Source: an optimization exercise on an open RTL-to-GDS flow (aim: small area, a short achievable clock period and few clock cycles per item). Production flows keep margins and buffers that such runs may drop.
Only simulation tests tie the RTL to the original design; equivalence was not proved.
Power is estimated from default activity; no workload was simulated.

==> flow/config.mk <==
export PLATFORM = sky130hd
export DESIGN_NAME = mxq_block
export DESIGN_NICKNAME = mxq_block
export VERILOG_FILES = /design/flow/design.v
export SDC_FILE = /design/flow/constraint.sdc
export NUM_CORES = 4
export LEC_CHECK = 0
export CAP_MARGIN = 20
export CORE_MARGIN = 2
export CORE_UTILIZATION = 40
export SLEW_MARGIN = 20
==> flow/constraint.sdc <==
create_clock -name core_clock -period 14.0 [get_ports {clk}]
set_input_delay 2.8000 -clock core_clock [delete_from_list [all_inputs] [get_ports {clk}]]
set_output_delay 2.8000 -clock core_clock [all_outputs]
set_load 0.01 [all_outputs]
==> flow/design.v <==
module mxq_block (
    input  wire         clk,
    input  wire         rst,         
    input  wire         in_valid,
    output wire         in_ready,
    input  wire [31:0]  in_data,     
    input  wire [2:0]   in_fmt,      
    input  wire         in_rmode,    
    output wire         out_valid,
    input  wire         out_ready,
    output wire [7:0]   out_scale,
    output wire [255:0] out_elems,
    output wire [5:0]   out_flush,
    output wire         out_nan
);
    localparam [2:0] FMT_FP4  = 3'd0,    
                     FMT_E2M3 = 3'd1,
                     FMT_E3M2 = 3'd2,
                     FMT_E4M3 = 3'd3,
                     FMT_E5M2 = 3'd4,
                     FMT_INT8 = 3'd5;
    localparam integer NR = 34;          
    localparam [5:0]   NRM1 = NR - 1;
    function [3:0] fmt_emax(input [2:0] f);
        case (f)
            FMT_FP4:  fmt_emax = 4'd2;
            FMT_E2M3: fmt_emax = 4'd2;
            FMT_E3M2: fmt_emax = 4'd4;
            FMT_E4M3: fmt_emax = 4'd8;
            FMT_E5M2: fmt_emax = 4'd15;
            default:  fmt_emax = 4'd0;    
        endcase
    endfunction
    function [4:0] fmt_bias(input [2:0] f);
        case (f)
            FMT_FP4:  fmt_bias = 5'd1;
            FMT_E2M3: fmt_bias = 5'd1;
            FMT_E3M2: fmt_bias = 5'd3;
            FMT_E4M3: fmt_bias = 5'd7;
            FMT_E5M2: fmt_bias = 5'd15;
            default:  fmt_bias = 5'd1;
        endcase
    endfunction
    function [2:0] fmt_m(input [2:0] f);
        case (f)
            FMT_FP4:  fmt_m = 3'd1;
            FMT_E2M3: fmt_m = 3'd3;
            FMT_E3M2: fmt_m = 3'd2;
            FMT_E4M3: fmt_m = 3'd3;
            FMT_E5M2: fmt_m = 3'd2;
            default:  fmt_m = 3'd6;
        endcase
    endfunction
    function [7:0] fmt_largest(input [2:0] f);
        case (f)
            FMT_FP4:  fmt_largest = 8'h07;
            FMT_E2M3: fmt_largest = 8'h1F;
            FMT_E3M2: fmt_largest = 8'h1F;
            FMT_E4M3: fmt_largest = 8'h7E;
            FMT_E5M2: fmt_largest = 8'h7B;
            default:  fmt_largest = 8'h7F;
        endcase
    endfunction
    reg  [16:0] ring [0:NR-1];
    reg  [5:0]  lbl;         
    reg  [5:0]  wl;          
    reg  [5:0]  rlm;         
    reg  [5:0]  occ;         
    reg  [4:0]  w;           
    reg         ir;          
    wire        wr = in_valid && ir && !rst;
    wire [16:0] in_red = {in_data[31], in_data[30:23], in_data[22:16],
                          |in_data[15:0]};
    integer p;
    always @(posedge clk) begin
        ring[0] <= wr ? in_red : ring[NR-1];
        for (p = 1; p < NR; p = p + 1)
            ring[p] <= ring[p-1];
    end
    reg  [7:0]  e_ex;
    reg         e_fz;        
    reg         e_v, e_first, e_last;
    reg  [7:0]  r_max;
    reg         r_nan, r_inf;
    reg  [5:0]  r_fl;
    reg  [2:0]  r_fmt;
    reg         r_rm;
    wire        e_max  = (e_ex == 8'hFF);
    wire        e_isn  = e_max && !e_fz;
    wire        e_isi  = e_max && e_fz;
    wire        e_iss  = (e_ex == 8'd0) && !e_fz;
    wire [7:0]  e_nm   = e_max ? 8'd0 : e_ex;
    wire [7:0]  n_max  = (e_first || e_nm > r_max) ? e_nm : r_max;
    wire        n_nan  = e_isn || (!e_first && r_nan);
    wire        n_inf  = e_isi || (!e_first && r_inf);
    wire [5:0]  n_fl   = (e_first ? 6'd0 : r_fl) + {5'd0, e_iss};
    wire        fin    = e_v && e_last;      
    reg         q_v;
    reg  [7:0]  q_max;
    reg         q_nan, q_inf;
    reg  [5:0]  q_fl;
    reg  [2:0]  q_fmt;
    reg         q_rm;
    reg         c_act;
    reg  [4:0]  ci;          
    reg  [2:0]  c_fmt;
    reg         c_rm;
    reg  [8:0]  c_kb;        
    reg  [9:0]  c_k2;        
    reg  [7:0]  c_sc;
    reg         c_nanblk, c_nanout;
    reg  [5:0]  c_fl;
    wire [7:0]  l_max = q_v ? q_max : n_max;
    wire        l_nan = q_v ? q_nan : n_nan;
    wire        l_inf = q_v ? q_inf : n_inf;
    wire [5:0]  l_fl  = q_v ? q_fl  : n_fl;
    wire [2:0]  l_fmt = q_v ? q_fmt : r_fmt;
    wire        l_rm  = q_v ? q_rm  : r_rm;
    wire [3:0]  l_emax = fmt_emax(l_fmt);
    wire [4:0]  l_bias = fmt_bias(l_fmt);
    wire [2:0]  l_m    = fmt_m(l_fmt);
    wire        l_big  = l_max > {4'd0, l_emax};
    wire [8:0]  l_kb   = l_big ? ({1'b0, l_max} - {5'd0, l_emax} - {4'd0, l_bias})
                               : (9'd0 - {4'd0, l_bias});
    wire [9:0]  l_k2   = l_big ? ({2'b0, l_max} - {6'd0, l_emax} - {5'd0, l_bias}
                                  - {7'd0, l_m} + 10'd8)
                               : (10'd8 - {7'd0, l_m} - {5'd0, l_bias});
    wire [7:0]  l_sc   = (l_nan || l_inf) ? 8'hFF :
                         (l_max == 8'd0)  ? 8'h7F :
                         l_big ? (l_max - {4'd0, l_emax}) : 8'd0;
    wire [16:0] rd      = ring[NR-2];
    wire        rd_s    = rd[16];
    wire [7:0]  rd_ex   = rd[15:8];
    wire [7:0]  rd_sig  = {1'b1, rd[7:1]};
    wire        rd_st   = rd[0];
    wire [2:0]  s1_m    = fmt_m(c_fmt);
    wire        s1_zero = (rd_ex == 8'd0);
    wire [9:0]  s1_te   = {2'b0, rd_ex} - {c_kb[8], c_kb};
    wire [9:0]  s1_ss   = c_k2 - {2'b0, rd_ex};
    wire        s1_norm = !s1_te[9] && (s1_te != 10'd0);
    wire        s1_sat  = !s1_ss[9] && (s1_ss > 10'd8);
    wire [3:0]  s1_sh   = s1_norm ? (4'd7 - {1'b0, s1_m}) :
                          s1_sat  ? 4'd9 : s1_ss[3:0];
    reg  [6:0]  s1_q;
    reg         s1_g, s1_stk;
    reg  [6:0]  s1_mag;
    integer k;
    always @(*) begin
        s1_q   = rd_sig >> s1_sh;
        s1_g   = (s1_sh == 4'd0 || s1_sh > 4'd8) ? 1'b0 : rd_sig[s1_sh - 4'd1];
        s1_stk = rd_st;
        for (k = 0; k < 7; k = k + 1)
            if (k + 2 <= s1_sh && rd_sig[k])
                s1_stk = 1'b1;
        if (s1_zero) begin
            s1_mag = 7'd0;
            s1_g   = 1'b0;
        end else if (s1_norm) begin
            case (s1_m)
                3'd1:    s1_mag = {s1_te[5:0], rd_sig[6]};
                3'd2:    s1_mag = {s1_te[4:0], rd_sig[6:5]};
                3'd3:    s1_mag = {s1_te[3:0], rd_sig[6:4]};
                default: s1_mag = {s1_te[0],   rd_sig[6:1]};
            endcase
        end else begin
            s1_mag = s1_q;
        end
    end
    reg         s2_v;
    reg  [6:0]  s2_mag;
    reg         s2_g, s2_stk, s2_s, s2_zero, s2_last;
    reg  [2:0]  k_fmt;
    reg         k_rm, k_nanblk, k_nanout;
    reg  [7:0]  k_sc;
    reg  [5:0]  k_fl;
    reg         ov;
    reg  [255:0] oel;
    reg  [7:0]  osc;
    reg  [5:0]  ofl;
    reg         onan;
    wire        com     = s2_v && (!ov || out_ready);
    wire        s2_free = !s2_v || com;
    wire        iss     = c_act && (lbl == rlm) && s2_free;
    wire        s2_up   = !k_rm && s2_g && (s2_stk || s2_mag[0]);
    wire [7:0]  s2_lg   = fmt_largest(k_fmt);
    wire        s2_ovf  = ({1'b0, s2_mag} > s2_lg) ||
                          ({1'b0, s2_mag} == s2_lg && s2_up);
    wire        s2_int  = (k_fmt == FMT_INT8);
    wire        s2_neg  = s2_int && s2_s;
    wire [7:0]  s2_inc  = ({1'b0, s2_mag} ^ {8{s2_neg}}) + {7'd0, s2_up ^ s2_neg};
    reg  [7:0]  s2_code;
    always @(*) begin
        if (s2_ovf)
            s2_code = s2_neg ? (8'd0 - s2_lg) : s2_lg;
        else
            s2_code = s2_inc;
        if (!s2_int) begin
            case (k_fmt)
                FMT_FP4:            s2_code[3] = s2_s;
                FMT_E2M3, FMT_E3M2: s2_code[5] = s2_s;
                default:            s2_code[7] = s2_s;
            endcase
        end
        if (k_nanblk)
            s2_code = 8'd0;
    end
    wire        s2_fl   = !k_nanblk && !s2_zero && (s2_mag == 7'd0) && !s2_up;
    wire [5:0]  s2_flc  = k_fl + {5'd0, s2_fl};
    wire        c_done  = !c_act || (iss && ci == 5'd31);
    wire        c_load  = c_done && (q_v || fin);
    wire [5:0]  lbl_n   = (lbl == NRM1) ? 6'd0 : lbl + 6'd1;
    wire [5:0]  wl_n    = wr ? ((wl == NRM1) ? 6'd0 : wl + 6'd1) : wl;
    wire [5:0]  occ_n   = occ + {5'd0, wr} - {5'd0, iss};
    wire [4:0]  w_n     = w + {4'd0, wr};
    wire        q_v_n   = (q_v && !c_load) || (fin && q_v) || (fin && !c_load);
    always @(posedge clk) begin
        if (rst) begin
            lbl   <= 6'd0;
            wl    <= 6'd0;
            rlm   <= NRM1;
            occ   <= 6'd0;
            w     <= 5'd0;
            ir    <= 1'b1;
            e_v   <= 1'b0;
            q_v   <= 1'b0;
            c_act <= 1'b0;
            ci    <= 5'd0;
            s2_v  <= 1'b0;
            ov    <= 1'b0;
        end else begin
            lbl <= lbl_n;
            wl  <= wl_n;
            occ <= occ_n;
            w   <= w_n;
            ir  <= (lbl_n == wl_n) && (occ_n != NR[5:0]) &&
                   (w_n != 5'd31 || !q_v_n);
            e_v <= wr;
            q_v <= q_v_n;
            if (iss) begin
                rlm <= (rlm == NRM1) ? 6'd0 : rlm + 6'd1;
                ci  <= ci + 5'd1;
            end
            if (c_load) begin
                c_act <= 1'b1;
                ci    <= 5'd0;
            end else if (c_done) begin
                c_act <= 1'b0;
            end
            if (s2_free)
                s2_v <= iss;
            if (com && s2_last)
                ov <= 1'b1;
            else if (out_ready)
                ov <= 1'b0;
        end
    end
    always @(posedge clk) begin
        if (wr) begin
            e_ex    <= in_data[30:23];
            e_fz    <= (in_data[22:0] == 23'd0);
            e_first <= (w == 5'd0);
            e_last  <= (w == 5'd31);
        end
        if (wr && w == 5'd0) begin
            r_fmt <= in_fmt;
            r_rm  <= in_rmode;
        end
        if (e_v) begin
            r_max <= n_max;
            r_nan <= n_nan;
            r_inf <= n_inf;
            r_fl  <= n_fl;
        end
        if (fin && (q_v || !c_load)) begin
            q_max <= n_max;
            q_nan <= n_nan;
            q_inf <= n_inf;
            q_fl  <= n_fl;
            q_fmt <= r_fmt;
            q_rm  <= r_rm;
        end
        if (c_load) begin
            c_fmt    <= l_fmt;
            c_rm     <= l_rm;
            c_kb     <= l_kb;
            c_k2     <= l_k2;
            c_sc     <= l_sc;
            c_nanblk <= l_nan || l_inf;
            c_nanout <= l_inf && !l_nan;
            c_fl     <= l_fl;
        end
        if (iss && s2_free) begin
            s2_mag  <= s1_mag;
            s2_g    <= s1_g;
            s2_stk  <= s1_stk;
            s2_s    <= rd_s;
            s2_zero <= s1_zero;
            s2_last <= (ci == 5'd31);
        end
        if (iss && ci == 5'd0) begin
            k_fmt    <= c_fmt;
            k_rm     <= c_rm;
            k_nanblk <= c_nanblk;
            k_nanout <= c_nanout;
            k_sc     <= c_sc;
        end
        if (iss && ci == 5'd0)
            k_fl <= c_fl;
        else if (com)
            k_fl <= s2_flc;
        if (com) begin
            case (k_fmt)
                FMT_FP4:            oel <= {128'd0, s2_code[3:0], oel[127:4]};
                FMT_E2M3, FMT_E3M2: oel <= {64'd0, s2_code[5:0], oel[191:6]};
                default:            oel <= {s2_code, oel[255:8]};
            endcase
        end
        if (com && s2_last) begin
            osc  <= k_sc;
            ofl  <= s2_flc;
            onan <= k_nanout;
        end
    end
    assign in_ready  = ir;
    assign out_valid = ov;
    assign out_scale = osc;
    assign out_elems = oel;
    assign out_flush = ofl;
    assign out_nan   = onan;
endmodule
==> flow/run.sh <==
#!/bin/bash
# synth_recipe.tcl (not shown) runs the flow's synth.tcl, then flattens the netlist and writes it again
# the make line also repeats each setting of config.mk as NAME=value (left out here)
make -C /OpenROAD-flow-scripts/flow DESIGN_CONFIG=/design/flow/config.mk WORK_HOME=/design/flow/orfs CLKGATE_MAP_FILE= SYNTH_SCRIPT=/design/flow/synth_recipe.tcl finish
==> qor.csv <==
stage;metric;value;unit
run_status;status;finished clean;
layout;multiInputGateArea;10900;um^2
clock_network;cts_buffers;101;
synthesis;synth_edf_count;393;
clock_network;clkLatencyLatePin;0.67;ns
floorplan;die_w;304;um
route;via_per_inst;5.17;
sta;whs;0.307;ns
layout;areaGrowthSynthToFinish;21.9;%
synthesis;ys_seq_area_frac;0.673;
power_and_ir_drop;p_per_area;142;nW/um^2
min_path;hold_class;reg -> reg;
synthesis;synthXorXnorAreaFrac;0.0178;
route;routedWlPerCell;17.8;um
sta;drv_slew;0;
global_route;met1_usage;0.221;
layout;drive_above_1_share;0.0746;
critical_path;worstPathMaxFanout;11;
synthesis;synthFlopType;dfxtp_1;
synthesis;synth_top_area_frac;0.345;
synthesis;async_reset_ff_frac;0;
layout;n_fill_cell;7643;
synthesis;synth-warning-count;2;
global_route;grt_max_degree;170;
synthesis;synth_top_family_by_area;compound AO/OA/AOI/OAI gates;
place;dpl.cell_count;4177;
critical_path;critical_path.max_stage_delay;0.54;ns
synthesis;netlist_area;35900;um^2
synthesis;synthSimpleGateAreaFrac;0.0907;
clock_network;cts_tree;done;
clock_network;htree_levels;3;
sta;max_freq;0.143;GHz
clock_network;cts_max_path_buffers;3;
sta;period_minus_slack;7.00;ns
layout;regArea;24200;um^2
power_and_ir_drop;peakVddDrop;117;uV
global_route;grtUsageMet3;0.0335;
synthesis;yosys.area_share.adder;0.0317;
synthesis;synth_cells;2821;
sta;clock_skew;0.0447;ns
route;ant_nets;0;
global_route;grt_pass1_vias;22100;
synthesis;synth_top_cell_by_area;dfxtp_1;
route;drt-initial-drc-count;1583;
job;cap_violations;0;
route;firstDrtPassIters;5;
global_route;track_usage;0.164;
layout;fin_util;0.494;
layout;nets;3242;
global_route;met2_usage;0.267;
floorplan;die_h;304;um
synthesis;synth_cell_types;75;
floorplan;die_area;92200;um^2
synthesis;synthesis.area_per_instance;12.7;um^2
clock_network;post_cts_resized;0;
floorplan;core;88600;um^2
route;num_vias;22600;
sta;setup_viol;0;
sta;grt_setup_unrepaired;no;
sta;tightest_slew;1.08;ns
clock_network;cts_root_buf;clkbuf_16;
critical_path;crit_top_cell;ha_1;
layout;most-common-layout-cells;618 x dfxtp_1, 393 x edfxtp_1, 386 x nand2_1, 311 x clkdlybuf4s50_1, 187 x a22o_1;
sta;fin_setup_tns;0;ns
global_route;grt_pass1_wl;124000;um
synthesis;ys_ff_latch;1011;
critical_path;cp-end-kind;flop;
clock_network;clkSlewWorstSetupHoldPaths;0.06;ns
floorplan;initial_core_util;0.405;
place;gp_congestion;0.802;
global_route;overflow;0;
global_route;antenna_found_initial;8;
sta;fin_crit_sh;0.500;
critical_path;setup.worst_path.start_class;flop;
layout;final_cells;4368;
floorplan;num_io_pins;313;
critical_path;critical_path_class;reg -> reg;
synthesis;ys_top_cells_by_area;dfxtp_1 34%, edfxtp_1 33%, a22o_1 4.6%;
clock_network;clkSinkCount;1011;
global_route;grt-busiest-layer;met2;
synthesis;synth_compound_area_frac;0.117;
clock_network;post_cts_buffers;0;
power_and_ir_drop;p_leak;0.0167;uW
place;port-buffer-count;312;
critical_path;worst_path_max_delay_cell;fa_1;
sta;slew_headroom;0.279;
place;hpwlAfterDp;50200;um
layout;final_common_cell;dfxtp_1;
floorplan;core.rowCount;109;
critical_path;worstPathRequired;14.37;ns
route;drt-total-wl;77900;um
power_and_ir_drop;p_total;6210;uW
route;post-route-drc-count;0;
synthesis;syn_nets;2946;
sta;hold_viol;0;
clock_network;ctsHoldBuffers;0;
synthesis;synthMuxAreaShare;0.0459;
critical_path;cp.arrival;7.36;ns
[cell usage after synthesis, types with 16 or more instances]
cell type    n
a21o_1      20
o211ai_1   129
nand4_1     16
nor4_1      22
nand3_1     28
clkbuf_1   128
nand2_1    386
a21oi_1     60
xnor2_1     26
xor2_1      47
a22o_1     187
and2_1      65
dfxtp_1    618
mux2_2      16
nor2b_1     26
nor2_1      89
inv_1       80
mux2i_1    142
nor3_1      25
nand2b_1    16
edfxtp_1   393
ha_1        75
o21ai_0     56
[critical path: cells and delay by family (launching register included)]
| family | cells | cell delay, ns |
|---|---|---|
| muxes | 1 | 0.24 |
| DFF | 1 | 0.38 |
| and+or+nand+nor | 7 | 1.47 |
| AOI/OAI and AO/OA | 10 | 1.65 |
| xor gates and xnor gates | 2 | 0.36 |
| adders and majority gates | 7 | 2.48 |
| buffers and inverters | 2 | 0.14 |
[layer usage]
layer,part of all wire,vias to the layer above
met5,0.00094,-
met4,0.026,12
met3,0.056,134
met2,0.47,598
met1,0.45,11100
li1,-,10800
[path summary, 6_finish.rpt]
path,from,endpoint,slack [ns],cells after the start
max reg2reg,e_ex[4]$_DFFE_PP_,c_k2[8]$_DFFE_PP_,7.00,29
max,e_ex[4]$_DFFE_PP_,c_k2[8]$_DFFE_PP_,7.00,29
min,ring[24][7]$_DFF_P_,ring[25][7]$_DFF_P_,0.31,0
min reg2reg,ring[24][7]$_DFF_P_,ring[25][7]$_DFF_P_,0.31,0
[report_power, final]
| part | leakage (uW) | internal, uW | total [uW] | switching, uW |
|---|---|---|---|---|
| clock | 0.00174 | 1640 | 2800 | 1160 |
| sequential | 0.00862 | 3150 | 3190 | 36.1 |
| combinational | 0.00632 | 101 | 228 | 127 |
[per-stage QoR]
step | area [um^2] | setup slack [ns]
2_1_floorplan | 35900 | 4.19
3_3_place_gp | 40100 | 7.27
3_5_place_dp | 40200 | 7.09
4_1_cts | 43700 | 7.04
5_1_grt | 43800 | 6.43
6_report | 43800 | 7.00
[sequential cells by signal, indices dropped and copies added (netlist names), 7 cells and up]
name and cells:
ring 578, c_sc 8, oel 256, r_max 8
c_k2 10, c_kb 9, e_ex 8, osc 8
k_sc 8, q_max 8, s2_mag 7
[cells by family after synthesis]
kind of cell | count (synthesis)
flops | 1011
simple gates | 714
compound gates | 557
buf+inv | 221
mux | 160
fa+ha+maj | 85
xor+xnor | 73
[final cells by class]
type	instances	share of cell area
clock inverter	55	0.0160
clock buffer	133	0.0651
timing repair buffer	333	0.0761
tap	1165	0.0333
antenna	1	0.0000572
multi-input combinational	1589	0.250
sequential	1011	0.552
inverter	81	0.00712
Testbench counts, summed over its fixed seeds: cycles 16,664, items 512.

## separate check: timing with driven ports
The results above use ideal ports. As a check the final layout listed here was re-extracted and re-timed, cells and wires unchanged.
Step 1 (the two cells are an assumption about what drives the block):
set clk [get_ports {clk}]
set_driving_cell -lib_cell sky130_fd_sc_hd__clkbuf_16 $clk
set_driving_cell -lib_cell sky130_fd_sc_hd__buf_2 [delete_from_list [all_inputs] $clk]
Step 2, shift: input delay + t, output delay - t, t = (earliest + latest rising clock arrival at the registers) / 2. This alone moves slack from input paths to output paths.
a / b / c = ideal ports / drivers / drivers and shift; a / b = the first two.
t, ns: 0.714
slack for setup (ns): 7.002 / 7.002 / 7.002
worst setup path after step 2: register to register
clock arrival spread, ns: 0.049 / 0.048
pins driven straight from the clock port: 1
After both steps this run still meets setup and hold. The setup slack of this run moves by 0.000 ns with the drivers and by 0.000 ns with both steps.
